Source: an optimization exercise on an open RTL-to-GDS flow (aim: small area, a short achievable clock period and few clock cycles). Production flows keep margins and buffers that such runs may drop. The RTL was checked by simulation tests, not by an equivalence proof against the original design. Power and IR drop assume default switching activity.

==> design/flow/design.v <==
module light_dec (
    input  wire [23:0] stored,
    output reg  [17:0] data,
    output reg  [2:0]  status
);
    localparam [2:0] ST_OK     = 3'd0;   
    localparam [2:0] ST_CHECK  = 3'd1;   
    localparam [2:0] ST_DATA   = 3'd2;   
    localparam [2:0] ST_POISON = 3'd3;   
    localparam [2:0] ST_UNCORR = 3'd4;   
    localparam [17:0] M0 = 18'h003FF;
    localparam [17:0] M1 = 18'h0FC0F;
    localparam [17:0] M2 = 18'h31C71;
    localparam [17:0] M3 = 18'h36592;
    localparam [17:0] M4 = 18'h1AAA4;
    localparam [17:0] M5 = 18'h2D348;
    wire [17:0] d = stored[17:0];
    wire [5:0]  recomputed = {^(d & M5), ^(d & M4), ^(d & M3),
                              ^(d & M2), ^(d & M1), ^(d & M0)};
    wire [5:0]  syn = stored[23:18] ^ recomputed;
    function [5:0] column(input integer bit_i);
        column = {M5[bit_i], M4[bit_i], M3[bit_i], M2[bit_i], M1[bit_i], M0[bit_i]};
    endfunction
    integer i;
    reg     hit;
    always @(*) begin
        data   = d;
        status = ST_UNCORR;
        hit    = 1'b0;
        if (syn == 6'd0) begin
            status = ST_OK;
        end else if (syn == 6'b000011) begin
            status = ST_POISON;
        end else if (syn == 6'b000001 || syn == 6'b000010 || syn == 6'b000100 ||
                     syn == 6'b001000 || syn == 6'b010000 || syn == 6'b100000) begin
            status = ST_CHECK;
        end else begin
            for (i = 0; i < 18; i = i + 1) begin
                if (syn == column(i)) begin
                    data[i] = ~d[i];
                    hit     = 1'b1;
                end
            end
            if (hit)
                status = ST_DATA;
        end
    end
endmodule
module page_codec (
    input  wire         clk,
    input  wire         rst,         
    input  wire         in_valid,
    output wire         in_ready,
    input  wire [23:0]  in_word,
    output reg          w_valid,
    output reg  [17:0]  w_data,
    output reg  [2:0]   w_status,
    output reg          pg_done,
    output wire [287:0] pg_check,    
    output wire [287:0] pg_syn,      
    output wire         pg_nz,       
    output wire [7:0]   pg_uncorr    
);
    localparam NCHK = 32;
    function [8:0] gf_mul(input [8:0] a, input [8:0] b);
        integer k;
        reg [8:0] acc, sh;
        begin
            acc = 9'd0;
            sh  = a;
            for (k = 0; k < 9; k = k + 1) begin
                if (b[k])
                    acc = acc ^ sh;
                sh = {sh[7:0], 1'b0} ^ (sh[8] ? 9'h011 : 9'h000);
            end
            gf_mul = acc;
        end
    endfunction
    function [8:0] gen_coef(input integer i);
        case (i)
             1: gen_coef = 9'h197;  2: gen_coef = 9'h02D;  3: gen_coef = 9'h008;  4: gen_coef = 9'h186;
             5: gen_coef = 9'h0DB;  6: gen_coef = 9'h1B0;  7: gen_coef = 9'h085;  8: gen_coef = 9'h143;
             9: gen_coef = 9'h19E; 10: gen_coef = 9'h1E8; 11: gen_coef = 9'h067; 12: gen_coef = 9'h0A8;
            13: gen_coef = 9'h03D; 14: gen_coef = 9'h1BD; 15: gen_coef = 9'h063; 16: gen_coef = 9'h193;
            17: gen_coef = 9'h0BA; 18: gen_coef = 9'h01C; 19: gen_coef = 9'h130; 20: gen_coef = 9'h1C9;
            21: gen_coef = 9'h1C6; 22: gen_coef = 9'h146; 23: gen_coef = 9'h09A; 24: gen_coef = 9'h036;
            25: gen_coef = 9'h1C4; 26: gen_coef = 9'h0DF; 27: gen_coef = 9'h179; 28: gen_coef = 9'h0A7;
            29: gen_coef = 9'h05E; 30: gen_coef = 9'h04B; 31: gen_coef = 9'h0BC; 32: gen_coef = 9'h04E;
            default: gen_coef = 9'h000;
        endcase
    endfunction
    function [8:0] alpha_pow(input integer j);
        integer k;
        reg [8:0] a;
        begin
            a = 9'h001;
            for (k = 0; k < j; k = k + 1)
                a = {a[7:0], 1'b0} ^ (a[8] ? 9'h011 : 9'h000);
            alpha_pow = a;
        end
    endfunction
    assign in_ready = 1'b1;
    reg  [23:0] in_r;
    reg         in_v;
    reg  [7:0]  in_idx;                    
    always @(posedge clk) begin
        in_r <= in_word;
        if (rst) begin
            in_v   <= 1'b0;
            in_idx <= 8'd0;
        end else begin
            in_v <= in_valid;
            if (in_v)
                in_idx <= (in_idx == 8'd239) ? 8'd0 : in_idx + 8'd1;
        end
    end
    wire [17:0] dec_data;
    wire [2:0]  dec_status;
    light_dec u_dec (.stored(in_r), .data(dec_data), .status(dec_status));
    reg first_word, last_word, data_word;   
    reg chk_first;                          
    reg fb_rem;                             
    reg [8:0] fb_pre_lo;                    
    reg [8:0] fb_pre;                       
    always @(posedge clk) begin
        w_data     <= dec_data;
        w_status   <= dec_status;
        fb_pre_lo  <= (in_idx < 8'd224) ? dec_data[8:0] : 9'd0;
        fb_pre     <= (in_idx < 8'd224) ? (dec_data[17:9] ^ gf_mul(dec_data[8:0], gen_coef(1))) : 9'd0;
        fb_rem     <= (in_idx != 8'd0) && (in_idx < 8'd224);
        chk_first  <= (in_idx == 8'd224);
        first_word <= (in_idx == 8'd0);
        last_word  <= (in_idx == 8'd239);
        data_word  <= (in_idx < 8'd224);
        if (rst)
            w_valid <= 1'b0;
        else
            w_valid <= in_v;
    end
    wire       accept = w_valid;
    wire [8:0] sym_lo = w_data[8:0];       
    wire [8:0] sym_hi = w_data[17:9];      
    reg  [8:0] rem     [0:NCHK-1];
    reg  [8:0] rem0g;                       
    reg  [8:0] fbq_lo, fbq_hi;              
    wire [8:0] rem_nxt [0:NCHK-1];
    wire [8:0] rem_full [2:NCHK+1];         
    wire [8:0] fb_lo = fb_pre_lo ^ (fb_rem ? rem[0] : 9'd0);
    wire [8:0] fb_hi = fb_pre    ^ (fb_rem ? (rem[1] ^ rem0g) : 9'd0);
    genvar gi;
    generate
        for (gi = 2; gi < NCHK; gi = gi + 1) begin : g_full
            if (gi < NCHK - 1) begin : g_two
                assign rem_full[gi] = rem[gi] ^ gf_mul(fbq_lo, gen_coef(gi + 2)) ^
                                                gf_mul(fbq_hi, gen_coef(gi + 1));
            end else begin : g_one
                assign rem_full[gi] = rem[gi] ^ gf_mul(fbq_hi, gen_coef(gi + 1));
            end
        end
        assign rem_full[NCHK]     = 9'd0;
        assign rem_full[NCHK + 1] = 9'd0;
        wire [8:0] full2 = first_word ? 9'd0 : rem_full[2];
        wire [8:0] full3 = first_word ? 9'd0 : rem_full[3];
        assign rem_nxt[0] = full2 ^ gf_mul(fb_lo, gen_coef(2)) ^ gf_mul(fb_hi, gen_coef(1));
        assign rem_nxt[1] = full3 ^ gf_mul(fb_lo, gen_coef(3)) ^ gf_mul(fb_hi, gen_coef(2));
        wire [8:0] rem0g_nxt = gf_mul(full2, gen_coef(1)) ^
                               gf_mul(fb_lo, gf_mul(gen_coef(2), gen_coef(1))) ^
                               gf_mul(fb_hi, gf_mul(gen_coef(1), gen_coef(1)));
        for (gi = 2; gi < NCHK; gi = gi + 1) begin : g_lag
            if (gi < NCHK - 2) begin : g_shift
                assign rem_nxt[gi] = first_word ? 9'd0 : rem_full[gi + 2];
            end else begin : g_wrap
                assign rem_nxt[gi] = data_word ? 9'd0 : rem[gi - (NCHK - 2)];
            end
        end
        always @(posedge clk) begin
            if (accept) begin
                rem0g  <= rem0g_nxt;
                fbq_lo <= fb_lo;
                fbq_hi <= fb_hi;
            end
        end
        for (gi = 0; gi < NCHK; gi = gi + 1) begin : g_enc
            always @(posedge clk) begin
                if (accept)
                    rem[gi] <= rem_nxt[gi];
            end
        end
        for (gi = 0; gi < NCHK / 2; gi = gi + 1) begin : g_chk_out
            assign pg_check[18*gi +: 18] = {rem[2*gi + 1], rem[2*gi]};
        end
    endgenerate
    reg  nz_acc;
    wire chk_diff = |{rem[1] ^ sym_hi, rem[0] ^ sym_lo};
    always @(posedge clk) begin
        if (accept && !data_word)
            nz_acc <= (chk_first ? 1'b0 : nz_acc) | chk_diff;
    end
    assign pg_nz = nz_acc;
    reg  [8:0] syn [0:NCHK-1];
    generate
        for (gi = 0; gi < NCHK; gi = gi + 1) begin : g_syn
            wire [8:0] s_mul = first_word ? 9'd0 : gf_mul(syn[gi], alpha_pow(2 * gi));
            wire [8:0] s_nxt = s_mul ^ gf_mul(sym_lo, alpha_pow(gi)) ^ sym_hi;
            always @(posedge clk) begin
                if (accept)
                    syn[gi] <= s_nxt;
            end
            assign pg_syn[9*gi +: 9] = syn[gi];
        end
    endgenerate
    reg  [7:0] uncorr_cnt;
    wire       is_uncorr = (w_status == 3'd4);
    always @(posedge clk) begin
        if (accept) begin
            uncorr_cnt <= (first_word ? 8'd0 : uncorr_cnt) + {7'd0, is_uncorr};
        end
        if (rst)
            pg_done <= 1'b0;
        else
            pg_done <= accept && last_word;
    end
    assign pg_uncorr = uncorr_cnt;
endmodule
==> design/flow/flow/run.sh <==
#!/bin/bash
# Standard ORFS layout, with every port buffered by a small, fast buffer
# (sky130_fd_sc_hd__buf_1) instead of the resizer's default choice.
set -euo pipefail
export BUFFER_PORTS_ARGS="-buffer_cell sky130_fd_sc_hd__buf_1"
export SETUP_SLACK_MARGIN=6.5
bash standard.sh > standard_flow.log 2>&1
==> design/flow/standard.sh <==
#!/bin/bash
# synth_recipe.tcl (not shown) runs the flow's synth.tcl, then flattens the netlist and writes it again
# the make line also repeats each setting of config.mk as NAME=value (left out here)
make -C /OpenROAD-flow-scripts/flow DESIGN_CONFIG=/design/flow/config.mk WORK_HOME=/design/flow/orfs CLKGATE_MAP_FILE= SYNTH_SCRIPT=/design/flow/synth_recipe.tcl "${@:-finish}"
==> design/flow/config.mk <==
export PLATFORM = sky130hd
export DESIGN_NAME = page_codec
export DESIGN_NICKNAME = page_codec
export VERILOG_FILES = /design/flow/design.v
export SDC_FILE = /design/flow/constraint.sdc
export NUM_CORES = 4
export LEC_CHECK = 0
export ABC_CLOCK_PERIOD_IN_PS = 3000
export CAP_MARGIN = 20
export CORE_MARGIN = 2
export CORE_UTILIZATION = 60
export PLACE_DENSITY = 0.8
export SLEW_MARGIN = 20
==> design/flow/constraint.sdc <==
create_clock -name core_clock -period 10.0 [get_ports {clk}]
set_input_delay 2.0000 -clock core_clock [delete_from_list [all_inputs] [get_ports {clk}]]
set_output_delay 2.0000 -clock core_clock [all_outputs]
set_load 0.01 [all_outputs]
==> results of run 1 <==
==> where the power goes <==
part           total (mW)  internal [mW]  leakage, nW  switching (mW)
clock network        3.05           1.76         1.27            1.29
logic                9.87           4.33         10.2            5.53
registers            4.45           4.01         6.39           0.445
==> logic make-up (layout without fill, tap and decap cells) <==
group,after synthesis,after routing
flops,691,691
compound gates,21,21
simple gates,719,719
fa+ha+maj,4,4
mux,4,4
buf+inv,203,968
other cells,1,2
xor+xnor,2553,2553
==> synth_stat cells, types with 2 or more instances <==
master | n | area [µm²]
nor3_2 | 2 | 20.02
buf_1 | 39 | 146.4
mux2i_1 | 3 | 30.03
nor2b_1 | 57 | 356.6
xnor3_1 | 18 | 405.4
clkbuf_1 | 103 | 386.6
nor4_1 | 2 | 12.51
buf_4 | 2 | 15.01
xnor3_2 | 2 | 47.55
xor2_2 | 6 | 97.59
nand2_1 | 29 | 108.9
inv_1 | 32 | 120.1
nand4_1 | 7 | 43.79
ha_1 | 4 | 50.05
o22ai_1 | 3 | 18.77
dfxtp_1 | 79 | 1582
nor3b_1 | 3 | 22.52
o211ai_1 | 2 | 15.01
buf_2 | 27 | 135.1
xor2_1 | 645 | 5649
nand3_1 | 8 | 40.04
or2_2 | 3 | 18.77
a21oi_2 | 2 | 17.52
nand2b_1 | 14 | 87.58
xnor2_2 | 18 | 292.8
and2_1 | 4 | 25.02
nor2_1 | 558 | 2095
edfxtp_1 | 612 | 18380
a21oi_1 | 6 | 30.03
nor3_1 | 21 | 105.1
o21ai_0 | 3 | 15.01
and3_1 | 6 | 37.54
xnor2_1 | 1862 | 16310
==> worst max-delay path, cell delays in order, from the launching register on <==
cell and delay (ns):
edfxtp_1 0.43, buf_4 0.27, xnor2_2 0.73, xor2_1 0.79, xor2_1 0.32, xnor2_1 0.58
nor2_1 0.10
==> state kept, by name, indices dropped and copies added (netlist names), 3 cells and up <==
name,cells
uncorr_cnt,8
syn,288
w_data,18
in_r,24
fbq_lo,9
fb_pre_lo,9
rem,288
w_status,3
fbq_hi,9
fb_pre,9
rem0g,9
in_idx,8
==> cell type report <==
class / count / share of cell area (%)
Antenna cell: 1 / 0.004596
Clock inverter: 50 / 1.059
Multi-Input combinational cell: 3302 / 49.03
Clock buffer: 96 / 3.787
Tap cell: 1040 / 2.390
Sequential cell: 691 / 36.72
Timing Repair Buffer: 790 / 6.791
Inverter: 32 / 0.2206
==> repair_timing <==
action | 4_1_cts | 5_1_grt
pin swaps | 0 | 4
gates cloned | 0 | 1
gates resized for setup | 34 | 29
buffers inserted | 12 | 14
setup endpoints to repair | 48 | 23
==> stage by stage <==
stage	cell area, µm²	util, %
floorplan	46870	-
global placement	51150	66.13
detailed placement	51200	66.20
CTS	54120	69.98
global route	54440	70.39
finish	54440	70.39
==> routing by layer <==
metal,global-route usage [%],part of all wire [%]
met3,12.52,14
met5,0,0.0074
met2,63.75,43
met1,56.50,36
met4,22.61,6.4
==> worst max-delay path by stage <==
stage                     cells past startpoint  slack, ns      start        end
after floorplan                               0       3.65    w_valid    w_valid
after global placement                        8       6.03  fbq_hi[6]  rem[2][4]
after detailed placement                      8       5.86  fbq_hi[6]  rem[2][4]
after CTS                                     9       6.32  fbq_lo[7]   rem0g[4]
after global routing                         10       6.39  fbq_hi[1]   rem0g[4]
final                                         6       6.46  fbq_hi[0]  rem[2][3]
==> results.json, run 1 <==
{
  "dr.pass1.iters": 7,
  "synthMuxAreaShare_pct": 0.08810,
  "grt_use_total_pct": 42.78,
  "yosysUniqueCellTypes": 47,
  "drive_gt1_share_pct": 7.761,
  "dp.cells": 5828,
  "grt.overflow.total": 0,
  "wire_per_inst_um": 29.45,
  "ir_worst_vdd_mv": 0.2372,
  "ys.flop_type": "edfxtp_1",
  "synth_seq_area_share_pct": 42.59,
  "worst_clock_skew_ns": 0.01965,
  "via_count": 34634,
  "grt_pass1_vias": 33209,
  "synthAdderAreaFrac_pct": 0.1068,
  "cts_buffer_depth": 3,
  "wl_um": 176800,
  "postCtsHoldBufs": 0,
  "worst_slew_margin_rel_pct": 14.38,
  "layout_common_cells": "xnor2_1, buf_1, xor2_1",
  "path_class": "flip-flop to flip-flop",
  "fmax_ghz": 0.2826,
  "first_iter_violations": 5077,
  "p_per_area_nw_per_um2": 319.0,
  "synth-compound-area-share_pct": 0.3124,
  "hold_violations": 0,
  "finalSetupViolations": 0,
  "ys_warn_count": 4,
  "leakagePower_nw": 17.90,
  "cts_made_buffers": 79,
  "hold_depth": 1,
  "hold_end": "first_word",
  "clkTransAtPathRegs_ns": 0.06,
  "area_growth_pct": 16.17,
  "vias_per_cell": 5.770,
  "antenna_found_initial": 3,
  "synthArstFlopShare_pct": 0,
  "hold_path_class": "flip-flop to flip-flop",
  "ant_nets": 0,
  "dpl.hpwl_um": 129700,
  "worstHoldStart": "in_idx[7]",
  "fp.dieW_um": 283.5,
  "drc": 0,
  "yosys.area_share.simple_pct": 6.421,
  "ff2ff_path_depth": 6,
  "cts_tree": "done",
  "regArea_um2": 19990,
  "start_kind": "flip-flop",
  "worst_pin_slew_ns": 1.278,
  "start_util_pct": 60.60,
  "syn_inst": 4196,
  "grt_max_degree": 195,
  "synth-xor-area-share_pct": 48.76,
  "io_buffers": 634,
  "rsz0062_at_grt": "yes",
  "synth_top_family_by_area": "XOR/XNOR gates",
  "place_ws_ns": 5.855,
  "syn-num-nets": 4227,
  "fp-row-count": 102,
  "cts_sinks": 691,
  "slew_viol_final": 0,
  "num-nets-final": 4927,
  "synth_edf_count": 612,
  "cp.arrival_ns": 3.89,
  "end_kind": "flip-flop",
  "mappedNetlistArea_um2": 46860,
  "h-tree-depth": 3,
  "die_area_um2": 80360,
  "drv_cap": 0,
  "post-route-min-period_ns": 3.538,
  "post-route-period-util_pct": 35.38,
  "reg2reg_to": "rem[2][3]",
  "clkLatencyLatePin_ns": 0.65,
  "reg2reg_from": "fbq_hi[0]",
  "whs_ns": 0.4672,
  "fin_tns_setup_ns": 0,
  "final_cells": 6002,
  "worstPathRequired_ns": 10.35,
  "grt_first_pass_wirelength_um": 245800,
  "syn_area_per_cell_um2": 11.17,
  "critPathMaxFanout": 9,
  "layout_commonest_cell": "xnor2_1",
  "multi_input_area_um2": 26690,
  "n_fill_cell": 5904,
  "worst_slack_ns": 6.462,
  "status": "finished clean",
  "ys_ff_latch": 691,
  "total_power_mw": 17.37,
  "r2r_slack_ns": 6.46,
  "die_h_um": 283.5,
  "gp_congestion": 1.052,
  "ios": 636,
  "root_buffer": "clkbuf_16",
  "core_um2": 77340
}
Testbench counts, summed over its fixed seeds: cycles 30,744.
==> inputs of run 2 (changes only) <==
--- a/design/flow/config.mk
+++ b/design/flow/config.mk
@@ -9,5 +9,5 @@
 export CAP_MARGIN = 20
 export CORE_MARGIN = 2
 export CORE_UTILIZATION = 60
-export PLACE_DENSITY = 0.8
+export PLACE_DENSITY = 0.9
 export SLEW_MARGIN = 20
==> run 2 against run 1 <==
  * Still clean
  * Die area unchanged
  * First-iteration DRC count increased by 3.8%
  * Register-to-register slack improved by 0.02 ns
  * Flip-flop and latch count unchanged
  * Sequential share of layout area about the same
  * Synthesized area unchanged
  * Clock skew rose by 0.018 ns
  * Critical path type is now flip-flop to output pin
  * Highest routed layer unchanged
==> results.json, run 2 <==
{
  "end_kind": "output pin",
  "yosysUniqueCellTypes": 47,
  "first_iter_violations": 5268,
  "wl_um": 178200,
  "grt_max_degree": 202,
  "fp-row-count": 102,
  "synth_edf_count": 612,
  "num-nets-final": 4925,
  "worstPathRequired_ns": 8.00,
  "antenna_found_initial": 4,
  "drv_cap": 0,
  "ios": 636,
  "vias_per_cell": 5.874,
  "synth_common_cells": "xnor2_1, xor2_1, edfxtp_1",
  "grt_first_pass_wirelength_um": 248800,
  "syn-num-nets": 4227,
  "slew_viol_final": 0,
  "layout_common_cells": "xnor2_1, buf_1, xor2_1",
  "grt_pass1_vias": 34090,
  "total_power_mw": 17.50,
  "cts_buffer_depth": 3,
  "fmax_ghz": 0.2840,
  "stdcell_area_um2": 54480,
  "cts_made_buffers": 79,
  "status": "finished clean",
  "synth_top_area_share_pct": 39.21,
  "post-route-min-period_ns": 3.521,
  "core_um2": 77340,
  "cts_sinks": 691,
  "worst_slew_margin_rel_pct": 12.60,
  "max_stage_delay_ns": 0.64,
  "postCtsHoldBufs": 0,
  "fin_tns_setup_ns": 0,
  "n_fill_cell": 5609,
  "p_per_area_nw_per_um2": 321.1,
  "synthArstFlopShare_pct": 0,
  "synth_seq_area_share_pct": 42.59,
  "syn_inst": 4196,
  "io_buffers": 634,
  "crit_path_cell_trace": "buf_1",
  "drive_gt1_share_pct": 7.782,
  "worst_clock_skew_ns": 0.03754,
  "h-tree-depth": 3,
  "cp_slowest_cell": "edfxtp_1",
  "critPathTopFamily": "flip-flops",
  "fp.dieW_um": 283.5,
  "whs_ns": 0.4858,
  "area_growth_pct": 16.25,
  "synth_top_area_cell": "edfxtp_1",
  "cp.arrival_ns": 1.52,
  "netlist_top_cells_area": "edfxtp_1, xnor2_1, xor2_1",
  "path_class": "flip-flop to output pin",
  "cts_tree": "done",
  "place_ws_ns": 5.705,
  "layout_commonest_cell": "xnor2_1",
  "ys_warn_count": 4,
  "ant_nets": 0,
  "root_buffer": "clkbuf_16",
  "leakagePower_nw": 17.97,
  "syn_area_per_cell_um2": 11.17,
  "gp_congestion": 1.059,
  "finalSetupViolations": 0,
  "dpl.hpwl_um": 129400,
  "worst_slack_ns": 6.479,
  "critPathMaxFanout": 2,
  "placed_area_um2": 51150,
  "drc": 0,
  "ys.flop_type": "edfxtp_1",
  "mappedNetlistArea_um2": 46860,
  "via_count": 35248,
  "die_h_um": 283.5,
  "hold_violations": 0,
  "top_regs": "rem (288), syn (288), in_r (24)",
  "start_util_pct": 60.60,
  "hold_path_class": "flip-flop to flip-flop",
  "rsz0062_at_grt": "yes",
  "worst_pin_slew_ns": 1.302,
  "die_area_um2": 80360,
  "post-route-period-util_pct": 35.21,
  "clkTransAtPathRegs_ns": 0.06,
  "start_kind": "flip-flop",
  "grt_use_total_pct": 43.25,
  "ir_worst_vdd_mv": 0.2823,
  "wire_per_inst_um": 29.70,
  "grt.overflow.total": 0,
  "worst-path-buf-inv": 1,
  "clkLatencyLatePin_ns": 0.67,
  "ys_ff_latch": 691,
  "dr.pass1.iters": 5,
  "synth.most_common_cell": "xnor2_1"
}
==> run 2: cell types whose count changed in the layout (fill, tap and decap cells not counted), moves of 3 or more <==
cell	before	now
buf_4	142	136
bufinv_16	11	8
clkbuf_8	0	4
clkinv_1	18	10
clkinv_2	8	16
clkinv_4	3	0
dfxtp_1	61	65
dfxtp_2	15	11
inv_16	1	4
inv_6	4	1
xnor2_1	1835	1829
xnor2_2	35	42
xor2_1	621	627
xor2_2	24	18
==> run 2: worst paths after layout <==
| check | to | slack (ns) | cells after the start | start |
|---|---|---|---|---|
| worst max-delay path | pg_check[27] | 6.48 | 1 | rem[3][0] |
| worst min-delay path | first_word | 0.49 | 1 | in_idx[7] |
| worst max register to register | rem[7][6] | 6.48 | 9 | fbq_hi[4] |
| worst min register to register | first_word | 0.49 | 1 | in_idx[7] |
==> run 2: routing by layer <==
metal	global-route usage, %	routed length [µm]	up-vias
met3	12.27	23670	715
met4	27.72	14050	8
met5	0	50	-
met2	65.64	78350	2844
met1	54.36	62090	17027
li1	-	-	14654
==> run 2: logic make-up (layout without fill, tap and decap cells) <==
group | Yosys count | after routing | synth area share (%)
compound gates | 21 | 21 | 0.3124
xor+xnor | 2553 | 2553 | 48.76
fa+ha+maj | 4 | 4 | 0.1068
mux | 4 | 4 | 0.08810
flops | 691 | 691 | 42.59
buf+inv | 203 | 967 | 1.714
other cells | 1 | 2 | 0.008002
simple gates | 719 | 719 | 6.421
==> run 2: cell type report <==
| type | count | area [µm²] | area share (%) |
|---|---|---|---|
| diodes | 1 | 2.502 | 0.004593 |
| clock buffers | 100 | 2138 | 3.925 |
| clock inverters | 47 | 535.5 | 0.9829 |
| inverters | 32 | 120.1 | 0.2205 |
| multi-input cells | 3302 | 26670 | 48.95 |
| flip-flops and latches | 691 | 19980 | 36.68 |
| well taps | 1040 | 1301 | 2.388 |
| repair buffers | 788 | 3729 | 6.844 |
==> run 2: worst reg2reg max path, stage by stage, from the launching register on <==
cell	delay, ns
edfxtp_1	0.32
buf_4	0.42
xor2_2	0.35
buf_4	0.37
xor2_1	0.13
buf_4	0.21
xnor2_1	0.76
xnor2_1	0.24
xnor2_1	0.39
nor2_1	0.07
==> run 2: power by group <==
part	switching, mW	leakage [nW]	internal (mW)	total (mW)
registers	0.424	6.39	4.01	4.43
clock network	1.30	1.31	1.75	3.05
logic	5.67	10.3	4.34	10.0
==> run 2: through the flow <==
step | cells | util, %
finish | 6001 | 70.45
global route | 6000 | 70.44
CTS | 5987 | 70.13
detailed placement | 5822 | 66.14
global placement | 5822 | 66.11
floorplan | 4196 | -
==> run 2: timing repair <==
action | in CTS | in global routing
buffers inserted | 17 | 12
gates cloned | 1 | 0
endpoints found under the setup margin | 117 | 27
pin swaps | 4 | 3
gates resized for setup | 44 | 16
==> inputs of run 3 (changes only) <==
--- a/design/flow/config.mk
+++ b/design/flow/config.mk
@@ -8,6 +8,7 @@
 export ABC_CLOCK_PERIOD_IN_PS = 3000
 export CAP_MARGIN = 20
 export CORE_MARGIN = 2
-export CORE_UTILIZATION = 60
-export PLACE_DENSITY = 0.9
+export CORE_UTILIZATION = 40
+export CTS_BUF_LIST = sky130_fd_sc_hd__clkbuf_8
+export PLACE_DENSITY = 0.85
 export SLEW_MARGIN = 20
==> run 3 against run 2 <==
  * Still clean on timing, DRC and antenna
  * Critical path depth is the same
  * Die area is 49% higher
  * Flip-flop and latch count unchanged
  * Worst hold slack better by 0.010 ns
  * Combinational power increased by 4%
  * Sequential share of layout area down 2.4 points
  * Sequential power fell by 2%
  * Clock skew grew 0.075 ns
  * Largest cell class unchanged
  * Largest power group unchanged
==> results.json, run 3 <==
{
  "status": "finished clean",
  "drv_cap": 0,
  "gp_congestion": 1.044,
  "cts_sinks": 691,
  "synth_top_area_share_pct": 39.21,
  "antenna_found_initial": 5,
  "clkTransAtPathRegs_ns": 0.06,
  "synth_top_area_cell": "edfxtp_1",
  "io_buffers": 634,
  "hold_violations": 0,
  "critPathTopFamily": "flip-flops",
  "synth_seq_area_share_pct": 42.59,
  "cp.arrival_ns": 1.61,
  "synth.most_common_cell": "xnor2_1",
  "die_area_um2": 119900,
  "place_ws_ns": 5.782,
  "cts_buffer_depth": 3,
  "fmax_ghz": 0.2766,
  "post-route-min-period_ns": 3.615,
  "leakagePower_nw": 20.57,
  "ir_worst_vdd_mv": 0.2181,
  "synth_top_family_by_area": "XOR/XNOR gates",
  "cts_made_buffers": 121,
  "netlist_top_cells_area": "edfxtp_1, xnor2_1, xor2_1",
  "finalSetupViolations": 0,
  "worst_slew_margin_rel_pct": 17.81,
  "top_layer": "met5",
  "start_kind": "flip-flop",
  "top_regs": "rem (288), syn (288), in_r (24)",
  "syn_inst": 4196,
  "mappedNetlistArea_um2": 46860,
  "path_class": "flip-flop to output pin",
  "via_count": 36968,
  "ys.flop_type": "edfxtp_1",
  "num-nets-final": 5359,
  "synth-compound-area-share_pct": 0.3124,
  "wl_met3_um": 24350,
  "cp_slowest_cell": "edfxtp_1",
  "final_cells": 6949,
  "fin_util_pct": 50.26,
  "wire_per_inst_um": 28.35,
  "root_buffer": "clkbuf_8",
  "synthArstFlopShare_pct": 0,
  "synthAdderAreaFrac_pct": 0.1068,
  "crit_path_cell_trace": "clkbuf_2",
  "met2_length_um": 84700,
  "total_power_mw": 17.52,
  "die_h_um": 346.3,
  "first_iter_violations": 4629,
  "whs_ns": 0.4958,
  "worst_clock_skew_ns": 0.1123,
  "met1Wirelength_um": 73340,
  "start_util_pct": 40.33,
  "dp.cells": 6306,
  "rsz0062_at_grt": "yes",
  "dr.pass1.iters": 5,
  "worstPathRequired_ns": 8.00,
  "max_stage_delay_ns": 0.55,
  "ys_warn_count": 4,
  "worst-path-buf-inv": 1,
  "syn_area_per_cell_um2": 11.17,
  "grt_pass1_vias": 35883,
  "yosys.area_share.simple_pct": 6.421,
  "fin_tns_setup_ns": 0,
  "syn-num-nets": 4227,
  "clkLatencyLatePin_ns": 0.86,
  "core_um2": 116200,
  "vias_per_cell": 5.320,
  "dpl.hpwl_um": 138300,
  "grt_first_pass_wirelength_um": 268500,
  "wl_um": 197000,
  "area_growth_pct": 24.62,
  "hold_path_class": "flip-flop to flip-flop",
  "grt_use_total_pct": 31.43,
  "stdcell_area_um2": 58400,
  "synth_common_cells": "xnor2_1, xor2_1, edfxtp_1",
  "worst_pin_slew_ns": 1.224,
  "p_per_area_nw_per_um2": 299.9,
  "post-route-period-util_pct": 36.15,
  "grt_max_degree": 158,
  "worst_slack_ns": 6.385,
  "slew_viol_final": 0,
  "fp.dieW_um": 346.3,
  "yosysUniqueCellTypes": 47,
  "placed_area_um2": 51760,
  "synth_edf_count": 612,
  "drive_gt1_share_pct": 18.83,
  "end_kind": "output pin",
  "layout_common_cells": "xnor2_1, xor2_1, edfxtp_1",
  "synthMuxAreaShare_pct": 0.08810,
  "drc": 0,
  "cts_tree": "done",
  "grt.overflow.total": 0,
  "fp-row-count": 125,
  "layout_commonest_cell": "xnor2_1",
  "ant_nets": 0,
  "critPathMaxFanout": 2,
  "ios": 636,
  "synth-xor-area-share_pct": 48.76,
  "h-tree-depth": 3,
  "ys_ff_latch": 691
}
==> run 3: cell types whose count changed in the layout (fill, tap and decap cells not counted), sizes merged <==
cell	previous run	this run
bufbuf	1	0
buf	787	1141
clkbuf	100	166
clkinvlp	4	2
diode	1	3
inv	39	71
clkinv	28	41
==> run 3: path summary, 6_finish.rpt <==
| path | from | slack [ns] | end | depth (start not counted) |
|---|---|---|---|---|
| min | in_idx[7] | 0.50 | first_word | 1 |
| max | rem[25][7] | 6.39 | pg_check[232] | 1 |
| max reg2reg | fbq_hi[4] | 6.50 | rem[20][5] | 8 |
| min reg2reg | in_idx[7] | 0.50 | first_word | 1 |
==> run 3: cells by family (layout without fill, tap and decap cells) <==
group,Yosys count,after routing
xor gates and xnor gates,2553,2553
and+or+nand+nor,719,719
DFF,691,691
buffers and inverters,203,1429
AOI/OAI and AO/OA,21,21
adders and majority gates,4,4
muxes,4,4
other,1,4
==> run 3: metal layers <==
| layer | GRT usage, % | up-vias |
|---|---|---|
| li1 | - | 15568 |
| met1 | 40.14 | 17940 |
| met2 | 47.31 | 2788 |
| met3 | 8.353 | 668 |
| met4 | 19.54 | 4 |
| met5 | 0 | - |
==> run 3: power by group <==
group	switching [mW]	internal [mW]	total, mW
Sequential	0.323	4.00	4.33
Combinational	5.85	4.59	10.4
Clock	1.35	1.40	2.75
Total	7.53	9.99	17.5
==> run 3: repair_timing <==
action / 4_1_cts / 5_1_grt
pin swaps: 3 / 2
resized for setup: 296 / 70
buffers inserted: 363 / 60
endpoints found under the setup margin: 489 / 126
hold buffers: 0 / 0
==> run 3: final cells by class <==
| cell class | instances | area (µm²) |
|---|---|---|
| sequential | 691 | 19990 |
| multi-input combinational | 3302 | 26730 |
| clock buffer | 127 | 1748 |
| inverter | 32 | 120.1 |
| fill | 10154 | 57800 |
| antenna | 3 | 7.507 |
| timing repair buffer | 1180 | 7247 |
| clock inverter | 90 | 656.9 |
| tap | 1524 | 1907 |
==> inputs of run 4 (changes only) <==
--- a/design/flow/config.mk
+++ b/design/flow/config.mk
@@ -5,10 +5,10 @@
 export SDC_FILE = /design/flow/constraint.sdc
 export NUM_CORES = 4
 export LEC_CHECK = 0
+export ABC_AREA = 1
 export ABC_CLOCK_PERIOD_IN_PS = 3000
 export CAP_MARGIN = 20
 export CORE_MARGIN = 2
 export CORE_UTILIZATION = 40
-export CTS_BUF_LIST = sky130_fd_sc_hd__clkbuf_8
 export PLACE_DENSITY = 0.85
 export SLEW_MARGIN = 20
==> run 4 against run 3 <==
  * Sequential share of layout area is essentially flat
  * Total power fell by 12%
  * Clock-buffer cell count down 21
  * Setup slack better by 0.083 ns
  * Critical endpoint is now pg_check[27]
==> results.json, run 4 <==
{
  "reg2reg_to": "rem[13][2]",
  "cp-endpoint": "pg_check[27]",
  "h-tree-depth": 3,
  "synth_top_area_cell": "edfxtp_1",
  "post-route-period-util_pct": 35.32,
  "top_regs": "rem (288), syn (288), in_r (24)",
  "synth.most_common_cell": "xor2_1",
  "cp.arrival_ns": 1.53,
  "synth_edf_count": 612,
  "slew_viol_final": 0,
  "crit_cells": 1,
  "ys_ff_latch": 691,
  "core_um2": 123600,
  "die_h_um": 357.1,
  "r2r_slack_ns": 6.48,
  "mappedNetlistArea_um2": 49880,
  "synthArstFlopShare_pct": 0,
  "path_class": "flip-flop to output pin",
  "grt_pass1_vias": 39512,
  "vias_per_cell": 5.589,
  "layout_common_cells": "xor2_1, xnor2_1, edfxtp_1",
  "p_per_area_nw_per_um2": 264.4,
  "syn_inst": 5158,
  "fp-row-count": 129,
  "reg2reg_from": "fbq_hi[7]",
  "end_kind": "output pin",
  "cts_made_buffers": 84,
  "dpl.hpwl_um": 159600,
  "hold_violations": 0,
  "status": "finished clean",
  "syn_area_per_cell_um2": 9.670,
  "first_iter_violations": 6388,
  "fin_util_pct": 47.16,
  "yosysUniqueCellTypes": 53,
  "synth_seq_area_share_pct": 40.02,
  "cts_tree": "done",
  "worst-path-buf-inv": 1,
  "fp.dieW_um": 357.1,
  "start_kind": "flip-flop",
  "fmax_ghz": 0.2831,
  "leakagePower_nw": 22.82,
  "cts_buffer_depth": 3,
  "gp_congestion": 1.071,
  "area_growth_pct": 16.90,
  "grt_first_pass_wirelength_um": 293700,
  "rsz0062_at_grt": "yes",
  "worst_slew_margin_rel_pct": 15.45,
  "layout_commonest_cell": "xor2_1",
  "placed_area_um2": 54210,
  "drc": 0,
  "dr.pass1.iters": 8,
  "drv_cap": 0,
  "die_area_um2": 127500,
  "ios": 636,
  "drive_gt1_share_pct": 10.83,
  "ys_warn_count": 4,
  "synth_top_area_share_pct": 36.85,
  "worst_clock_skew_ns": 0.02207,
  "grt_use_total_pct": 32.57,
  "finalSetupViolations": 0,
  "crit_path_cell_trace": "buf_1",
  "clkLatencyLatePin_ns": 0.70,
  "critPathTopFamily": "flip-flops",
  "via_count": 42509,
  "antenna_found_initial": 18,
  "worstPathRequired_ns": 8.00,
  "startpoint": "rem[3][0]",
  "root_buffer": "clkbuf_16",
  "n_fill_cell": 11417,
  "post-route-min-period_ns": 3.532,
  "worst_pin_slew_ns": 1.268,
  "max_stage_delay_ns": 0.63,
  "fin_tns_setup_ns": 0,
  "wl_um": 215800,
  "grt.overflow.total": 0,
  "grt_max_degree": 185,
  "stdcell_area_um2": 58310,
  "ir_worst_vdd_mv": 0.2688,
  "hold_path_class": "flip-flop to flip-flop",
  "cts_sinks": 691,
  "ff2ff_path_depth": 12,
  "worstHoldStart": "last_word",
  "io_buffers": 634,
  "ant_nets": 0,
  "clkTransAtPathRegs_ns": 0.06,
  "syn-num-nets": 5189,
  "num-nets-final": 5933,
  "synth_common_cells": "xor2_1, xnor2_1, edfxtp_1",
  "ys.flop_type": "edfxtp_1",
  "critPathMaxFanout": 2,
  "netlist_top_cells_area": "edfxtp_1, xor2_1, xnor2_1",
  "start_util_pct": 40.34,
  "wire_per_inst_um": 28.37,
  "cp_slowest_cell": "edfxtp_1"
}
-- run 4: changes by cell type after synthesis, sizes merged, moves of 57 or more --
cell   change
xor2     +828
o21ai    +288
nor2     -345
xnor2   -1183
or2      +103
nor2b     -57
nand3    +121
nand2    +583
inv      +341
a21oi    +311
-- run 4: area by class of cell --
class | count | area [µm²] | share of cell area, %
diodes | 3 | 7.507 | 0.01288
clock buffers | 106 | 2267 | 3.888
clock inverters | 44 | 449.2 | 0.7704
inverters | 382 | 1465 | 2.513
multi-input cells | 3914 | 27890 | 47.83
flip-flops and latches | 691 | 19990 | 34.28
well taps | 1637 | 2048 | 3.513
repair buffers | 829 | 4190 | 7.187
-- run 4: cells by family (layout without fill, tap and decap cells) --
group	count (synthesis)	after routing	share of synthesized area (%)
fa+ha+maj	4	4	0.1003
simple gates	1099	1099	9.814
other cells	1	4	0.007519
buf+inv	553	1361	4.483
xor+xnor	2177	2177	39.10
compound gates	633	633	6.477
flops	691	691	40.02
-- run 4: timing repair --
item,4_1_cts,5_1_grt
setup buffers,81,34
hold buffers,0,0
cloned,3,0
resized for setup,83,31
setup endpoints to repair,439,194
-- run 4: how the worst min path moves through the flow --
stage	cells after the start	slack, ns	to
after floorplan	2	0.40	pg_done
final	2	0.44	pg_done
after CTS	2	0.45	pg_done
after global placement	2	0.43	pg_done
after detailed placement	2	0.44	pg_done
after global routing	2	0.48	pg_done
-- run 4: report_power, final --
group,switching (mW),internal [mW],total [mW]
clock network,1.36,1.79,3.15
logic,4.98,2.95,7.94
registers,0.405,3.92,4.33
total,6.75,8.67,15.4
-- run 4: metal layers --
layer	global-route usage [%]	wire length (µm)	part of all wire (%)
met1	41.65	79290	37
met2	45.75	87540	41
met3	11.07	29900	14
met4	23.25	18970	8.8
met5	0.1852	104	0.048
-- run 4: stage by stage --
step / setup slack (ns) / cells / hold slack (ns) / power, mW
2_1_floorplan: 3.646 / 5158 / 0.4045 / 9.759
3_3_place_gp: 5.651 / 7333 / 0.4269 / 11.71
3_5_place_dp: 5.651 / 7334 / 0.4374 / 11.88
4_1_cts: 6.501 / 7568 / 0.4497 / 15.13
5_1_grt: 6.486 / 7603 / 0.4813 / 16.01
6_report: 6.468 / 7606 / 0.4405 / 15.42
==> inputs of run 5 (changes only) <==
--- a/design/flow/config.mk
+++ b/design/flow/config.mk
@@ -5,7 +5,6 @@
 export SDC_FILE = /design/flow/constraint.sdc
 export NUM_CORES = 4
 export LEC_CHECK = 0
-export ABC_AREA = 1
 export ABC_CLOCK_PERIOD_IN_PS = 3000
 export CAP_MARGIN = 20
 export CORE_MARGIN = 2
==> run 5 against run 4 <==
  * Die area fell by 6.0%
  * Sequential power rose by 2%
  * Synthesized cell count fell by 19%
  * Largest cell class unchanged
  * Cell area fell by 5.1%
==> results.json, run 5 <==
{
  "status": "finished clean",
  "ff2ff_path_depth": 7,
  "antenna_found_initial": 5,
  "vias_per_cell": 5.319,
  "netlist_top_cells_area": "edfxtp_1, xnor2_1, xor2_1",
  "yosysUniqueCellTypes": 47,
  "fin_util_pct": 47.62,
  "dr.pass1.iters": 5,
  "drive_gt1_share_pct": 8.711,
  "worst_slew_margin_rel_pct": 19.57,
  "grt_max_degree": 158,
  "cts_tree": "done",
  "worst_pin_slew_ns": 1.198,
  "cts_made_buffers": 83,
  "synthArstFlopShare_pct": 0,
  "grt_first_pass_wirelength_um": 258200,
  "critPathTopFamily": "flip-flops",
  "num-nets-final": 4935,
  "layout_common_cells": "xnor2_1, xor2_1, edfxtp_1",
  "ir_worst_vdd_mv": 0.2449,
  "dp.cells": 6306,
  "crit_cells": 1,
  "worstPathRequired_ns": 8.00,
  "whs_ns": 0.5021,
  "fin_tns_setup_ns": 0,
  "die_area_um2": 119900,
  "synth_edf_count": 612,
  "drc": 0,
  "synth.most_common_cell": "xnor2_1",
  "ys_warn_count": 4,
  "slew_viol_final": 0,
  "ant_nets": 0,
  "top_regs": "rem (288), syn (288), in_r (24)",
  "h-tree-depth": 3,
  "post-route-period-util_pct": 34.80,
  "place_ws_ns": 5.782,
  "total_power_mw": 17.57,
  "clkTransAtPathRegs_ns": 0.06,
  "core_um2": 116200,
  "start_kind": "flip-flop",
  "ys_ff_latch": 691,
  "cp_slowest_cell": "edfxtp_1",
  "mappedNetlistArea_um2": 46860,
  "worst-path-buf-inv": 1,
  "via_count": 34556,
  "start_util_pct": 40.33,
  "dpl.hpwl_um": 138300,
  "synth_top_area_cell": "edfxtp_1",
  "cts_buffer_depth": 3,
  "hold_depth": 1,
  "area_growth_pct": 18.08,
  "placed_area_um2": 51760,
  "hold_violations": 0,
  "wl_um": 188400,
  "gp_congestion": 1.044,
  "worst_slack_ns": 6.520,
  "stdcell_area_um2": 55340,
  "critPathMaxFanout": 2,
  "syn-num-nets": 4227,
  "rsz0062_at_grt": "no",
  "drv_cap": 0,
  "fp-row-count": 125,
  "fmax_ghz": 0.2873,
  "clkLatencyLatePin_ns": 0.69,
  "finalSetupViolations": 0,
  "p_per_area_nw_per_um2": 317.5,
  "synth_common_cells": "xnor2_1, xor2_1, edfxtp_1",
  "root_buffer": "clkbuf_16",
  "post-route-min-period_ns": 3.480,
  "die_h_um": 346.3,
  "syn_inst": 4196,
  "first_iter_violations": 4309,
  "layout_commonest_cell": "xnor2_1",
  "ios": 636,
  "cp.arrival_ns": 1.48,
  "synth_seq_area_share_pct": 42.59,
  "worst_clock_skew_ns": 0.04177,
  "max_stage_delay_ns": 0.52,
  "fp.dieW_um": 346.3,
  "hold_path_class": "flip-flop to flip-flop",
  "synth_top_area_share_pct": 39.21,
  "syn_area_per_cell_um2": 11.17,
  "final_cells": 6497,
  "cts_sinks": 691,
  "io_buffers": 634,
  "crit_path_cell_trace": "buf_1",
  "grt_pass1_vias": 33693,
  "ys.flop_type": "edfxtp_1",
  "path_class": "flip-flop to output pin",
  "leakagePower_nw": 18.13,
  "r2r_slack_ns": 6.52,
  "grt_use_total_pct": 30.35,
  "wire_per_inst_um": 29.00,
  "end_kind": "output pin",
  "grt.overflow.total": 0,
  "n_fill_cell": 10470
}
[run 5: changes by cell type after synthesis, moves of 29 or more]
cell	change
xnor2_1	+1185
xor2_1	-806
nand2_1	-538
nor2_1	+350
a21oi_1	-311
inv_1	-307
o21ai_0	-280
nand3_1	-118
or2_2	-102
nor2b_1	+57
inv_2	-31
nand2_2	-31
clkbuf_1	+29
[run 5: cell families after synthesis]
kind of cell | Yosys count | share of synthesized area (%)
simple gates | 719 | 6.421
flops | 691 | 42.59
fa+ha+maj | 4 | 0.1068
compound gates | 21 | 0.3124
other cells | 1 | 0.008002
xor+xnor | 2553 | 48.76
buf+inv | 203 | 1.714
mux | 4 | 0.08810
[run 5: area by class of cell]
class                   instances  area, µm²  share of cell area (%)
multi-input cells            3302      26790                   48.41
flip-flops and latches        691      19990                   36.12
repair buffers                794       3754                   6.783
clock buffers                 101       2303                   4.163
well taps                    1524       1907                   3.446
clock inverters                51      471.7                  0.8524
inverters                      32      120.1                  0.2171
diodes                          2      5.005                0.009044
[run 5: layer usage]
metal  wire length (µm)  up-vias  GRT usage [%]
met5                 22        -              0
met4              13040        4          17.83
met3              22580      543          8.718
met2              80950     2331          45.37
met1              71850    16973          39.03
li1                   -    14705              -
[run 5: what timing repair did]
| action | 4_1_cts | 5_1_grt |
|---|---|---|
| cloned | 0 | 0 |
| buffers inserted | 34 | 3 |
| gates resized for setup | 60 | 35 |
| pin swaps | 3 | 1 |
| hold buffers | 0 | 0 |
| setup endpoints to repair | 148 | 24 |
[run 5: report_power, final]
group	internal (mW)	switching, mW	leakage, nW	total (mW)
Combinational	4.36	5.63	10.4	9.99
Sequential	4.01	0.427	6.39	4.43
Clock	1.79	1.36	1.35	3.15
Total	10.2	7.42	18.1	17.6
[run 5: final timing paths]
path | from | endpoint
worst max-delay path | rem[20][1] | pg_check[181]
worst min-delay path | in_idx[7] | first_word
worst max register to register | fbq_hi[4] | rem[23][5]
worst min register to register | in_idx[7] | first_word
==> inputs of run 6 (changes only) <==
==> design/flow/flow/run.sh (replaced) <==
#!/bin/bash
# Standard ORFS layout, with every port buffered by a small, fast buffer
# (sky130_fd_sc_hd__buf_1) instead of the resizer's default choice, and a
# clock tree with fewer levels.
set -euo pipefail
export BUFFER_PORTS_ARGS="-buffer_cell sky130_fd_sc_hd__buf_1"
export SETUP_SLACK_MARGIN=6.5
export CTS_ARGS="-repair_clock_nets"
bash standard.sh > standard_flow.log 2>&1
==> run 6 against run 5 <==
  * Still clean
  * Register-to-register slack worse by 0.12 ns
  * Combinational power about the same
  * Core utilization up 0.11 points
  * Flip-flop and latch count unchanged
  * Die area unchanged
  * Final cell count up 0.29%
  * Clock-buffer cell count down 12
  * Clock power down 3%
  * Global-route usage up 0.18 points
  * Setup slack worse by 0.12 ns
  * Critical path type is now flip-flop to flip-flop
  * Largest power group unchanged
  * Highest routed layer unchanged
==> results.json, run 6 <==
{
  "layout_common_cells": "xnor2_1, xor2_1, edfxtp_1",
  "wire_per_inst_um": 28.94,
  "wl_met3_um": 22530,
  "syn_area_per_cell_um2": 11.17,
  "synth_top_area_cell": "edfxtp_1",
  "clkLatencyLatePin_ns": 0.73,
  "yosysUniqueCellTypes": 47,
  "die_h_um": 346.3,
  "wl_um": 188600,
  "mappedNetlistArea_um2": 46860,
  "hold_path_class": "flip-flop to flip-flop",
  "netlist_top_cells_area": "edfxtp_1, xnor2_1, xor2_1",
  "stdcell_area_um2": 55470,
  "switching_share_pct": 41.85,
  "synthArstFlopShare_pct": 0,
  "synth_top_family_by_area": "XOR/XNOR gates",
  "h-tree-depth": 6,
  "end_kind": "flip-flop",
  "internal_power_mw": 10.18,
  "final_cells": 6516,
  "first_iter_violations": 4460,
  "synth_seq_area_share_pct": 42.59,
  "synth_edf_count": 612,
  "hold_violations": 0,
  "grt_use_total_pct": 30.53,
  "gp_congestion": 1.044,
  "synth.most_common_cell": "xnor2_1",
  "antenna_found_initial": 3,
  "io_buffers": 634,
  "dp.cells": 6306,
  "clkTransAtPathRegs_ns": 0.06,
  "met2_length_um": 81100,
  "yosys.area_share.simple_pct": 6.421,
  "start_util_pct": 40.33,
  "syn-num-nets": 4227,
  "drc": 0,
  "dr.pass1.iters": 5,
  "path_class": "flip-flop to flip-flop",
  "ys_ff_latch": 691,
  "num-nets-final": 4977,
  "syn_inst": 4196,
  "postCtsHoldBufs": 0,
  "place_ws_ns": 5.782,
  "grt_max_degree": 158,
  "met1Wirelength_um": 72100,
  "drv_cap": 0,
  "vias_per_cell": 5.328,
  "dpl.hpwl_um": 138300,
  "slew_viol_final": 0,
  "top_layer": "met5",
  "drive_gt1_share_pct": 9.537,
  "worst_slew_margin_rel_pct": 20.56,
  "synthAdderAreaFrac_pct": 0.1068,
  "worst_clock_skew_ns": 0.04285,
  "synth-xor-area-share_pct": 48.76,
  "synth_top_area_share_pct": 39.21,
  "area_growth_pct": 18.35,
  "power_frac_comb_pct": 57.4,
  "hold_depth": 1,
  "cts_tree": "done",
  "seq_power_share_pct": 25.2,
  "finalSetupViolations": 0,
  "grt_pass1_vias": 33651,
  "placed_area_um2": 51760,
  "cp.arrival_ns": 4.04,
  "netSwitchingPower_mw": 7.324,
  "ir_worst_vdd_mv": 0.2331,
  "rsz0062_at_grt": "yes",
  "ys_warn_count": 4,
  "p_clk_share_pct": 17.4,
  "synth_common_cells": "xnor2_1, xor2_1, edfxtp_1",
  "post-route-period-util_pct": 35.96,
  "r2r_slack_ns": 6.40,
  "critPathMaxFanout": 6,
  "status": "finished clean",
  "cts_made_buffers": 81,
  "p_per_area_nw_per_um2": 315.5,
  "cts_buffer_depth": 3,
  "top_regs": "rem (288), syn (288), in_r (24)",
  "grt_first_pass_wirelength_um": 258400,
  "post-route-min-period_ns": 3.596,
  "worst_slack_ns": 6.404,
  "ys.flop_type": "edfxtp_1",
  "worstPathRequired_ns": 10.45,
  "ios": 636,
  "grt.overflow.total": 0,
  "start_kind": "flip-flop",
  "synthMuxAreaShare_pct": 0.08810,
  "cts_sinks": 691,
  "worst_pin_slew_ns": 1.183,
  "leakagePower_nw": 18.26,
  "root_buffer": "clkbuf_16",
  "total_power_mw": 17.50,
  "fp.dieW_um": 346.3,
  "die_area_um2": 119900,
  "fin_tns_setup_ns": 0,
  "fmax_ghz": 0.2781,
  "layout_commonest_cell": "xnor2_1",
  "synth-compound-area-share_pct": 0.3124,
  "ant_nets": 0,
  "ff2ff_path_depth": 9,
  "core_um2": 116200,
  "fp-row-count": 125,
  "via_count": 34714
}
==> run 6: cell counts after synthesis <==
Identical to the previous run, type by type.
==> run 6: kinds of logic (layout without fill, tap and decap cells) <==
kind of cell | count (synthesis) | after routing
xor+xnor | 2553 | 2553
compound gates | 21 | 21
buf+inv | 203 | 998
other cells | 1 | 2
simple gates | 719 | 719
flops | 691 | 691
mux | 4 | 4
fa+ha+maj | 4 | 4
==> run 6: critical path, stage by stage (launching register included) <==
cell and delay, ns:
edfxtp_1 0.48, buf_4 0.21, xor2_1 0.16, nand2_1 0.08, xor2_1 0.57, xnor2_1 0.46
xnor2_1 0.82, xnor2_1 0.23, xnor2_1 0.18, xor2_1 0.15
==> run 6: path summary, 6_finish.rpt <==
check / endpoint / start
setup reg to reg: rem0g[1] / rem[1][3]
hold / removal: first_word / in_idx[7]
setup / recovery: rem0g[1] / rem[1][3]
hold reg to reg: first_word / in_idx[7]
==> run 6: cell type report <==
type,count,area [µm²]
fill,10492,60740
multi-input combinational,3302,26740
sequential,691,19990
timing repair buffer,838,4123
clock buffer,89,2057
tap,1524,1907
clock inverter,39,530.5
inverter,32,120.1
antenna,1,2.502
==> run 6: per-stage QoR <==
step | utilization, % | hold WS (ns)
after floorplan | - | 0.4367
after global placement | 44.50 | 0.4475
after detailed placement | 44.54 | 0.4701
after CTS | 47.47 | 0.4811
after global routing | 47.73 | 0.5104
final | 47.73 | 0.4925
==> run 6: per-layer routing <==
layer	vias to the layer above	global-route usage [%]
met4	2	17.53
met1	16989	39.45
li1	14749	-
met5	-	0
met2	2459	45.82
met3	515	8.481
==> run 6: power groups by stage <==
stage | Sequential [mW] | Combinational, mW | Clock [mW]
global route | 4.43 | 10.6 | 3.17
finish | 4.41 | 10.0 | 3.04
detailed placement | 4.52 | 9.58 | 0
floorplan | 4.44 | 7.03 | 0
global placement | 4.52 | 9.44 | 0
CTS | 4.40 | 9.82 | 3.07
==> run 6: timing repair <==
item	CTS	global route
hold endpoints to repair	0	0
resized for setup	80	29
endpoints found under the setup margin	172	32
setup buffers	65	16
pin swaps	3	1
==> inputs of run 7 (changes only) <==
--- a/design/flow/flow/run.sh
+++ b/design/flow/flow/run.sh
@@ -5,5 +5,5 @@
 set -euo pipefail
 export BUFFER_PORTS_ARGS="-buffer_cell sky130_fd_sc_hd__buf_1"
 export SETUP_SLACK_MARGIN=6.5
-export CTS_ARGS="-repair_clock_nets"
+export CTS_ARGS="-sink_clustering_enable -repair_clock_nets -sink_clustering_size 25 -sink_clustering_max_diameter 80"
 bash standard.sh > standard_flow.log 2>&1
==> run 7 against run 6 <==
  * Via count fell by 0.48%
  * Critical path depth fell by 1
  * Clock power fell by 25%
  * Cell area fell by 2.1%
  * Global-route usage fell by 0.47 points
  * Setup slack improved by 0.014 ns
  * Register-to-register slack barely moved
  * Clock skew rose by 0.040 ns
  * Combinational power barely moved
  * Clock-buffer cell count fell by 37
  * Maximum frequency rose by 0.40%
  * Final cell count fell by 1.0%
  * Largest power group unchanged
  * Highest routed layer unchanged
==> results.json, run 7 <==
{
  "status": "finished clean",
  "grt.overflow.total": 0,
  "ff2ff_path_depth": 8,
  "root_buffer": "clkbuf_16",
  "core_um2": 116200,
  "synthArstFlopShare_pct": 0,
  "multi_input_area_um2": 26690,
  "mappedNetlistArea_um2": 46860,
  "hold_depth": 1,
  "reg2reg_from": "fbq_hi[6]",
  "io_buffers": 634,
  "first_iter_violations": 4500,
  "fmax_ghz": 0.2792,
  "synth_edf_count": 612,
  "synth-compound-area-share_pct": 0.3124,
  "ios": 636,
  "hold_violations": 0,
  "start_util_pct": 40.33,
  "fp.dieW_um": 346.3,
  "fp-row-count": 125,
  "worst_slew_margin_rel_pct": 16.67,
  "post-route-period-util_pct": 35.82,
  "vias_per_cell": 5.356,
  "yosysUniqueCellTypes": 47,
  "syn-num-nets": 4227,
  "hold_end": "first_word",
  "slew_viol_final": 0,
  "place_ws_ns": 5.782,
  "synth.most_common_cell": "xnor2_1",
  "grt_pass1_vias": 33114,
  "die_area_um2": 119900,
  "top_regs": "rem (288), syn (288), in_r (24)",
  "h-tree-depth": 2,
  "critPathTopFamily": "XOR/XNOR gates",
  "hold_path_class": "flip-flop to flip-flop",
  "max_stage_delay_ns": 0.81,
  "area_growth_pct": 15.90,
  "synthMuxAreaShare_pct": 0.08810,
  "via_count": 34549,
  "cts_sinks": 691,
  "critPathMaxFanout": 16,
  "synth_top_family_by_area": "XOR/XNOR gates",
  "synth_top_area_cell": "edfxtp_1",
  "layout_commonest_cell": "xnor2_1",
  "start_kind": "flip-flop",
  "drive_gt1_share_pct": 8.225,
  "worst_slack_ns": 6.418,
  "synthAdderAreaFrac_pct": 0.1068,
  "rsz0062_at_grt": "yes",
  "grt_use_total_pct": 30.06,
  "ir_worst_vdd_mv": 0.2023,
  "dr.pass1.iters": 5,
  "drv_cap": 0,
  "cp.arrival_ns": 4.03,
  "synth-xor-area-share_pct": 48.76,
  "ys_ff_latch": 691,
  "layout_common_cells": "xnor2_1, xor2_1, edfxtp_1",
  "ys.flop_type": "edfxtp_1",
  "n_fill_cell": 10596,
  "netlist_top_cells_area": "edfxtp_1, xnor2_1, xor2_1",
  "synth_common_cells": "xnor2_1, xor2_1, edfxtp_1",
  "cts_buffer_depth": 3,
  "wire_per_inst_um": 29.02,
  "end_kind": "flip-flop",
  "p_per_area_nw_per_um2": 307.1,
  "r2r_slack_ns": 6.42,
  "path_class": "flip-flop to flip-flop",
  "post-route-min-period_ns": 3.582,
  "antenna_found_initial": 4,
  "fin_tns_setup_ns": 0,
  "crit_path_cell_trace": "buf_4 -> xor2_1 -> buf_4 -> xnor2_2 -> xor2_1 -> xnor2_1 -> xnor2_1 -> nor2_1",
  "synth_seq_area_share_pct": 42.59,
  "ys_warn_count": 4,
  "drc": 0,
  "regArea_um2": 19990,
  "syn_inst": 4196,
  "num-nets-final": 4919,
  "die_h_um": 346.3,
  "dpl.hpwl_um": 138300,
  "gp_congestion": 1.044,
  "worstPathRequired_ns": 10.45,
  "syn_area_per_cell_um2": 11.17,
  "yosys.area_share.simple_pct": 6.421,
  "synth_top_area_share_pct": 39.21,
  "cp_slowest_cell": "xor2_1",
  "grt_max_degree": 158,
  "wl_um": 187200,
  "cts_tree": "done",
  "worst_clock_skew_ns": 0.08304,
  "worstHoldStart": "in_idx[7]",
  "ant_nets": 0,
  "cts_made_buffers": 47,
  "clkTransAtPathRegs_ns": 0.12,
  "worst-path-buf-inv": 2,
  "clkLatencyLatePin_ns": 0.71,
  "reg2reg_to": "rem[20][5]",
  "worst_pin_slew_ns": 1.246,
  "leakagePower_nw": 17.66,
  "grt_first_pass_wirelength_um": 255900,
  "finalSetupViolations": 0
}
[run 7: kinds of logic after synthesis]
group,after synthesis
multiplexers,4
AO/OA/AOI/OAI,21
adder cells (fa/ha/maj),4
buffers and inverters,203
XOR/XNOR,2553
other,1
flip-flops,691
AND/OR/NAND/NOR,719
[run 7: final cells by class]
| type | count | share of cell area [%] |
|---|---|---|
| multi-input combinational | 3302 | 49.14 |
| clock inverter | 33 | 0.8316 |
| tap | 1524 | 3.511 |
| antenna | 2 | 0.009214 |
| timing repair buffer | 814 | 7.212 |
| sequential | 691 | 36.80 |
| inverter | 32 | 0.2211 |
| clock buffer | 52 | 2.278 |
[run 7: worst max path at each step]
stage	cells past startpoint	from	endpoint
after floorplan	0	w_valid	w_valid
after global placement	8	fbq_hi[6]	rem[11][0]
after detailed placement	8	fbq_hi[6]	rem[2][4]
after CTS	9	in_r[4]	fb_pre[0]
after global routing	12	fbq_lo[6]	rem0g[4]
final	8	fbq_hi[6]	rem[20][5]
[run 7: stage by stage]
step / cells / instance area, µm² / hold slack (ns) / power [mW] / util, %
finish: 6450 / 54320 / 0.4963 / 16.68 / 46.74
floorplan: 4196 / 46870 / 0.4367 / 11.47 / -
global route: 6448 / 54310 / 0.5159 / 17.34 / 46.74
CTS: 6432 / 54070 / 0.4861 / 16.50 / 46.53
detailed placement: 6306 / 51760 / 0.4701 / 14.10 / 44.54
global placement: 6306 / 51720 / 0.4475 / 13.96 / 44.50
[run 7: repair_timing]
item,in CTS,in global routing
resized for setup,66,21
buffers inserted,41,16
setup endpoints to repair,152,29
pin swaps,4,4
hold buffers,0,0
[run 7: worst register-to-register path, cell delays in order, from the launching register on]
cell and delay [ns]:
edfxtp_1 0.33, buf_4 0.47, xor2_1 0.13, buf_4 0.25, xnor2_2 0.79, xor2_1 0.81, xnor2_1 0.30, xnor2_1 0.21
nor2_1 0.06
[run 7: routing by layer]
metal,GRT usage (%),share of wire (%),up-vias
li1,-,-,14642
met1,39.36,38,16874
met2,45.27,43,2508
met3,7.638,12,521
met4,16.74,6.7,4
met5,0,0.013,-
[run 7: where the power goes]
part	leakage [nW]	internal (mW)	switching, mW
combinational	10.4	4.37	5.62
sequential	6.39	4.00	0.418
clock	0.815	1.02	1.25
==> inputs of run 8 (changes only) <==
==> design/flow/flow/run.sh (replaced) <==
#!/bin/bash
# Standard ORFS layout, with every port buffered by a small, fast buffer
# (sky130_fd_sc_hd__buf_1) instead of the resizer's default choice, and a
# clock tree with fewer levels.
set -euo pipefail
export BUFFER_PORTS_ARGS="-buffer_cell sky130_fd_sc_hd__buf_1"
export SETUP_SLACK_MARGIN=6.65
export CTS_ARGS="-sink_clustering_enable -repair_clock_nets -sink_clustering_size 20 -sink_clustering_max_diameter 100"
bash standard.sh > standard_flow.log 2>&1
==> run 8 against run 7 <==
  * Register-to-register slack improved by 0.13 ns
  * Clock power fell by 14%
  * Flip-flop and latch count did not move
  * Total power rose by 0.32%
  * Die area did not move
  * Still clean on timing, DRC and antenna
  * Synthesized cell count did not move
  * Clock skew fell by 0.044 ns
  * Worst hold slack improved by 0.0015 ns
  * Global-route usage rose by 0.82 points
  * Sequential share of layout area fell by 1.7 points
  * Sequential power fell by 2%
  * Synthesized area did not move
==> results.json, run 8 <==
{
  "worstHoldStart": "in_idx[7]",
  "grt_use_total_pct": 30.88,
  "n_fill_cell": 10321,
  "synthArstFlopShare_pct": 0,
  "worstPathRequired_ns": 10.40,
  "post-route-min-period_ns": 3.449,
  "power_frac_comb_pct": 62.5,
  "worst-path-buf-inv": 4,
  "hold_violations": 0,
  "gp_congestion": 1.044,
  "grt_first_pass_wirelength_um": 263400,
  "synth.most_common_cell": "xnor2_1",
  "drive_gt1_share_pct": 16.27,
  "path_class": "flip-flop to flip-flop",
  "r2r_slack_ns": 6.55,
  "synth_top_area_share_pct": 39.21,
  "ios": 636,
  "critPathMaxFanout": 12,
  "area_growth_pct": 21.43,
  "multi_input_area_um2": 26890,
  "fp.dieW_um": 346.3,
  "status": "finished clean",
  "io_buffers": 634,
  "fin_tns_setup_ns": 0,
  "hold_path_class": "flip-flop to flip-flop",
  "startpoint": "fbq_lo[6]",
  "post-route-period-util_pct": 34.49,
  "leakagePower_nw": 19.51,
  "finalSetupViolations": 0,
  "critPathTopFamily": "XOR/XNOR gates",
  "synth_seq_area_share_pct": 42.59,
  "whs_ns": 0.4978,
  "top_regs": "rem (288), syn (288), in_r (24)",
  "fp-row-count": 125,
  "crit_path_cell_trace": "buf_4 -> buf_4 -> xnor2_2 -> buf_4 -> xor2_1 -> buf_4 -> xnor2_1 -> xnor2_1 -> xnor2_1 -> nor2_1 -> xnor2_1",
  "rsz0062_at_grt": "yes",
  "cts_sinks": 691,
  "dr.pass1.iters": 6,
  "internal_power_mw": 9.443,
  "layout_commonest_cell": "xnor2_1",
  "grt.overflow.total": 0,
  "cp.arrival_ns": 3.85,
  "drc": 0,
  "layout_common_cells": "xnor2_1, xor2_1, edfxtp_1",
  "seq_power_share_pct": 25.8,
  "worst_slew_margin_rel_pct": 20.90,
  "regArea_um2": 19990,
  "vias_per_cell": 5.331,
  "die_area_um2": 119900,
  "mappedNetlistArea_um2": 46860,
  "grt_max_degree": 158,
  "synth_top_area_cell": "edfxtp_1",
  "ant_nets": 0,
  "postCtsHoldBufs": 0,
  "ys.flop_type": "edfxtp_1",
  "start_kind": "flip-flop",
  "netlist_top_cells_area": "edfxtp_1, xnor2_1, xor2_1",
  "synth_edf_count": 612,
  "syn_inst": 4196,
  "worst_pin_slew_ns": 1.178,
  "p_clk_share_pct": 11.6,
  "fmax_ghz": 0.2899,
  "netSwitchingPower_mw": 7.290,
  "n_antenna_cell": 0,
  "core_um2": 116200,
  "via_count": 35949,
  "switching_share_pct": 43.57,
  "cts_made_buffers": 44,
  "clkLatencyLatePin_ns": 0.66,
  "reg2reg_from": "fbq_lo[6]",
  "ys_warn_count": 4,
  "h-tree-depth": 2,
  "first_iter_violations": 4582,
  "cts_tree": "done",
  "end_kind": "flip-flop",
  "p_per_area_nw_per_um2": 294.0,
  "die_h_um": 346.3,
  "drv_cap": 0,
  "synth_common_cells": "xnor2_1, xor2_1, edfxtp_1",
  "worst_clock_skew_ns": 0.03920,
  "wire_per_inst_um": 28.66,
  "ys_ff_latch": 691,
  "cts_buffer_depth": 3,
  "grt_pass1_vias": 34748,
  "cp_slowest_cell": "edfxtp_1",
  "num-nets-final": 5231,
  "root_buffer": "clkbuf_16",
  "syn_area_per_cell_um2": 11.17,
  "clkTransAtPathRegs_ns": 0.09,
  "dpl.hpwl_um": 138300,
  "antenna_found_initial": 4,
  "yosysUniqueCellTypes": 47,
  "wl_um": 193200,
  "ir_worst_vdd_mv": 0.2010,
  "syn-num-nets": 4227,
  "max_stage_delay_ns": 0.53,
  "start_util_pct": 40.33,
  "slew_viol_final": 0
}
## run 8: worst paths after layout
check / to / cells past startpoint
worst max register to register: rem[1][7] / 11
worst max-delay path: rem[1][7] / 11
worst min register to register: first_word / 1
worst min-delay path: first_word / 1
## run 8: worst reg2reg max path, stage by stage (launching register included)
cell and delay [ns]:
edfxtp_1 0.53, buf_4 0.23, buf_4 0.16, xnor2_2 0.42
buf_4 0.36, xor2_1 0.48, buf_4 0.27, xnor2_1 0.14
xnor2_1 0.15, xnor2_1 0.17, nor2_1 0.11, xnor2_1 0.18
## run 8: kinds of logic after synthesis
logic type,synth area share [%]
AO/OA/AOI/OAI,0.3124
XOR/XNOR,48.76
adder cells (fa/ha/maj),0.1068
buffers and inverters,1.714
flip-flops,42.59
multiplexers,0.08810
other,0.008002
AND/OR/NAND/NOR,6.421
## run 8: layer usage
metal | global-route usage (%) | routed length (µm)
met5 | 0 | 23
met4 | 18.47 | 14160
met1 | 39.80 | 73240
met3 | 7.848 | 23040
met2 | 46.67 | 82760
## run 8: final cells by class
type	count	share of cell area, %
clock buffers	51	1.981
clock inverters	14	0.2638
inverters	32	0.2111
multi-input cells	3302	47.26
flip-flops and latches	691	35.13
well taps	1524	3.351
repair buffers	1129	11.80
## run 8: power by group through the flow
stage,Sequential [mW],Clock (mW),Combinational [mW]
global route,4.34,2.05,11.0
floorplan,4.44,0,7.03
detailed placement,4.52,0,9.58
global placement,4.52,0,9.44
finish,4.32,1.95,10.5
CTS,4.31,1.97,10.2
## run 8: repair_timing
action / in CTS / in global routing
resized for setup: 268 / 55
setup endpoints to repair: 465 / 116
pin swaps: 5 / 9
setup buffers: 307 / 64
hold endpoints to repair: 0 / 0
## run 8: metrics by stage
step	cells	utilization (%)	power, mW	instance area, µm²	worst slack [ns]
after global routing	6743	48.97	17.37	56910	6.486
final	6743	48.97	16.73	56910	6.551
after global placement	6306	44.50	13.96	51720	5.519
after floorplan	4196	-	11.47	46870	3.650
after detailed placement	6306	44.54	14.10	51760	5.782
after CTS	6678	48.35	16.43	56190	6.563

-- re-timing with driven ports --
The flow's constraints put no driver on any port. The routed layouts listed below were extracted and timed again, unchanged, in two steps.
Step 1 (the two cells are an assumption about what drives the block):
set clk [get_ports {clk}]
set_driving_cell -lib_cell sky130_fd_sc_hd__clkbuf_16 $clk
set_driving_cell -lib_cell sky130_fd_sc_hd__buf_2 [delete_from_list [all_inputs] $clk]
Step 2 also shifts input and output timing later by t, the mid clock arrival at the registers, as if the neighbouring blocks saw the same clock.
Three values: no drivers, after step 1, after step 2; two values: the first two.
run	t, ns	setup WS [ns]	worst data-port slew with drivers (ns)	cell pins on the clock port's net
run 1	0.708	6.462 / 6.438 / 6.462	0.04	1
run 2	0.718	6.479 / 6.407 / 6.480	0.07	1
run 3	0.881	6.385 / 6.307 / 6.498	0.03	1
run 4	0.770	6.468 / 6.391 / 6.484	0.08	1
run 5	0.741	6.520 / 6.445 / 6.521	0.03	1
run 6	0.781	6.404 / 6.404 / 6.404	0.03	1
run 7	0.738	6.418 / 6.397 / 6.418	0.03	1
run 8	0.718	6.551 / 6.490 / 6.551	0.03	1
After both steps setup and hold are still met in every run listed.
